From an optimization exercise on the open Yosys and OpenROAD flow, aimed at small area and few clock cycles; shortcuts taken in it are not production practice.
In this exercise RTL edits were held to simulation tests only and were not proved equivalent to the original.
Power is estimated from default activity; no workload was simulated.

// eland_tx
module eland_tx (
    input  wire        clk,
    input  wire        rst,           
    input  wire        start,
    input  wire [10:0] length,        
    input  wire [1:0]  spread,        
    input  wire [6:0]  npre,          
    output wire        start_ready,
    input  wire [7:0]  in_data,
    input  wire        in_valid,
    output wire        in_ready,
    output wire        chip,
    output wire        chip_valid,
    output wire        chip_last,
    input  wire        chip_ready
);
clock: 12.0 ns
lec_check: 0
cap_margin: 20
core_margin: 2
core_utilization: 60
place_density: 0.7
slew_margin: 20
standard.sh (not shown) runs the stock make flow with config.mk's settings and CLKGATE_MAP_FILE= SYNTH_SCRIPT=/design/flow/synth_recipe.tcl, a recipe that flattens the netlist after the stock synthesis.
==> flow/flow/run.sh <==
#!/bin/bash
# Standard layout; clock tree synthesis without dummy loads and with larger
# sink clusters; ports buffered with the smallest buffer.
set -euo pipefail
export CTS_ARGS="-sink_clustering_enable -repair_clock_nets -dont_use_dummy_load -buf_list sky130_fd_sc_hd__clkbuf_4 -sink_clustering_size 8 -sink_clustering_max_diameter 80"
export BUFFER_PORTS_ARGS="-inputs -outputs -buffer_cell sky130_fd_sc_hd__buf_1"
bash standard.sh > standard.log 2>&1
Testbench counts at the start, summed over its fixed seeds: cycles 1,790,809.
Rerun with:
--- a/flow/flow/run.sh
+++ b/flow/flow/run.sh
@@ -5 +5 @@
-export CTS_ARGS="-sink_clustering_enable -repair_clock_nets -dont_use_dummy_load -buf_list sky130_fd_sc_hd__clkbuf_4 -sink_clustering_size 8 -sink_clustering_max_diameter 80"
+export CTS_ARGS="-sink_clustering_enable -repair_clock_nets -dont_use_dummy_load -buf_list sky130_fd_sc_hd__clkbuf_8 -sink_clustering_size 17 -sink_clustering_max_diameter 120"
Fmax climbs by 2.9%. Combinational power barely changes. First-iteration DRC count came out higher by 12%. Design area falls by 0.65%.
Rerun with:
--- a/flow/flow/run.sh
+++ b/flow/flow/run.sh
@@ -5 +5 @@
-export CTS_ARGS="-sink_clustering_enable -repair_clock_nets -dont_use_dummy_load -buf_list sky130_fd_sc_hd__clkbuf_8 -sink_clustering_size 17 -sink_clustering_max_diameter 120"
+export CTS_ARGS="-sink_clustering_enable -repair_clock_nets -dont_use_dummy_load -buf_list sky130_fd_sc_hd__clkbuf_8 -sink_clustering_size 14 -sink_clustering_max_diameter 100"
After rerunning: Global-route usage rises by 0.36 points. Clock skew came out lower by 0.040 ns. Power goes up by 2.7%. Routed wire length goes up by 0.61%. Combinational power is about the same. Hold slack loses 0.0050 ns. Area after synthesis does not change. Critical path depth does not change. Maximum frequency came out higher by 0.70%.


eland_tx, a different RTL version from the one above (not shown whole).
For scale: ~2200 cells after synthesis, ~940 flip-flops, about 38 I/O pins, roughly 29000 um2 of cells after synthesis.
Settings: LEC_CHECK=0, CAP_MARGIN=0, CORE_MARGIN=2, CORE_UTILIZATION=60, PLACE_DENSITY=0.7, SLEW_MARGIN=0; clock period 12.0 ns.
==> flow/flow/run.sh <==
#!/bin/bash
# Standard layout; clock tree synthesis without dummy loads and with larger
# sink clusters; ports buffered with the smallest buffer.
set -euo pipefail
export CTS_ARGS="-sink_clustering_enable -repair_clock_nets -dont_use_dummy_load -buf_list sky130_fd_sc_hd__clkbuf_8 -sink_clustering_size 15 -sink_clustering_max_diameter 100"
export BUFFER_PORTS_ARGS="-inputs -outputs -buffer_cell sky130_fd_sc_hd__buf_1"
bash standard.sh > standard.log 2>&1
The baseline completed with no timing, DRC or antenna violations.
Testbench counts at the start, summed over its fixed seeds: cycles 1,790,809.
Edit:
--- a/flow/config.mk
+++ b/flow/config.mk
@@ -7,3 +7,3 @@
 export LEC_CHECK = 0
-export CAP_MARGIN = 0
+export CAP_MARGIN = 20
 export CORE_MARGIN = 2
@@ -11,2 +11,2 @@
 export PLACE_DENSITY = 0.7
-export SLEW_MARGIN = 0
+export SLEW_MARGIN = 20
Effect: Combinational power grows by about 1%; die area does not change; clock power hardly moves; sequential share of layout area hardly moves.
Edit:
==> flow/flow/run.sh (replaced) <==
#!/bin/bash
# Standard layout; clock tree synthesis without dummy loads and with larger
# sink clusters; ports buffered with the smallest buffer.
set -euo pipefail
export CTS_ARGS="-sink_clustering_enable -repair_clock_nets -dont_use_dummy_load -buf_list sky130_fd_sc_hd__clkbuf_16 -sink_clustering_size 28 -sink_clustering_max_diameter 60"
export BUFFER_PORTS_ARGS="-inputs -outputs -buffer_cell sky130_fd_sc_hd__buf_1"
bash standard.sh > standard.log 2>&1
--- a/flow/config.mk
+++ b/flow/config.mk
@@ -7,3 +7,3 @@
 export LEC_CHECK = 0
-export CAP_MARGIN = 20
+export CAP_MARGIN = 0
 export CORE_MARGIN = 2
@@ -11,2 +11,2 @@
 export PLACE_DENSITY = 0.7
-export SLEW_MARGIN = 20
+export SLEW_MARGIN = 0
What happened: Final area increases by 0.64%; synthesized cell count does not change; first-iteration DRC count goes up by 12%; worst hold slack loses 0.027 ns; area after synthesis does not change; wire length rises by 1.0%; setup slack is better by 0.12 ns; global-route usage is about the same.
Edit:
==> flow/flow/run.sh (replaced) <==
#!/bin/bash
# Standard layout; clock tree synthesis without dummy loads and with larger
# sink clusters; ports buffered with the smallest buffer.
set -euo pipefail
export CTS_ARGS="-sink_clustering_enable -repair_clock_nets -dont_use_dummy_load -buf_list sky130_fd_sc_hd__clkbuf_8 -sink_clustering_size 16 -sink_clustering_max_diameter 100"
export BUFFER_PORTS_ARGS="-inputs -outputs -buffer_cell sky130_fd_sc_hd__buf_1"
bash standard.sh > standard.log 2>&1
--- a/flow/config.mk
+++ b/flow/config.mk
@@ -7,6 +7,6 @@
 export LEC_CHECK = 0
-export CAP_MARGIN = 0
+export CAP_MARGIN = 20
 export CORE_MARGIN = 2
-export CORE_UTILIZATION = 60
-export PLACE_DENSITY = 0.7
-export SLEW_MARGIN = 0
+export CORE_UTILIZATION = 70
+export PLACE_DENSITY = 0.85
+export SLEW_MARGIN = 20
=> Setup slack is worse by 0.095 ns; die area is lower by 14%; count of clock-buffer cells in the layout is higher by 19; synthesized area stays the same; routed wire length rises by 7.8%; register-to-register slack improves by 0.08 ns; via count rises by 4.5%; fmax goes down by 1.3%; hold slack gains 0.015 ns.

-- static timing again, ports no longer ideal --
How much do the figures lean on ideal ports? The routed layouts below were timed once more, with nothing changed but the port constraints. Step 1 sets driving cells, clkbuf_16 on the clock port and buf_2 on the other inputs (assumed; they add their load-dependent delay and slew). Step 2, shift: input delay + t, output delay - t, t = (earliest + latest rising clock arrival at the registers) / 2. This alone moves slack from input paths to output paths. a / b / c = ideal ports / drivers / drivers and shift; a / b = the first two.
run | shift t [ns] | setup WS [ns] | slew at the worst register clock pin (ns)
the first run of note 1 | 0.965 | 4.630 / 4.576 / 5.541 | 0.11 / 0.11
the second run of note 1 | 0.722 | 4.837 / 4.783 / 5.504 | 0.12 / 0.12
the third run of note 1 | 0.697 | 4.887 / 4.832 / 5.529 | 0.11 / 0.11
the first run of note 2 | 0.689 | 4.996 / 4.943 / 5.632 | 0.11 / 0.11
the second run of note 2 | 0.688 | 4.956 / 4.903 / 5.591 | 0.11 / 0.11
the third run of note 2 | 0.639 | 5.081 / 5.021 / 5.660 | 0.11 / 0.11
the fourth run of note 2 | 0.683 | 4.987 / 4.932 / 5.615 | 0.12 / 0.12
After both steps every run listed still meets setup and hold.
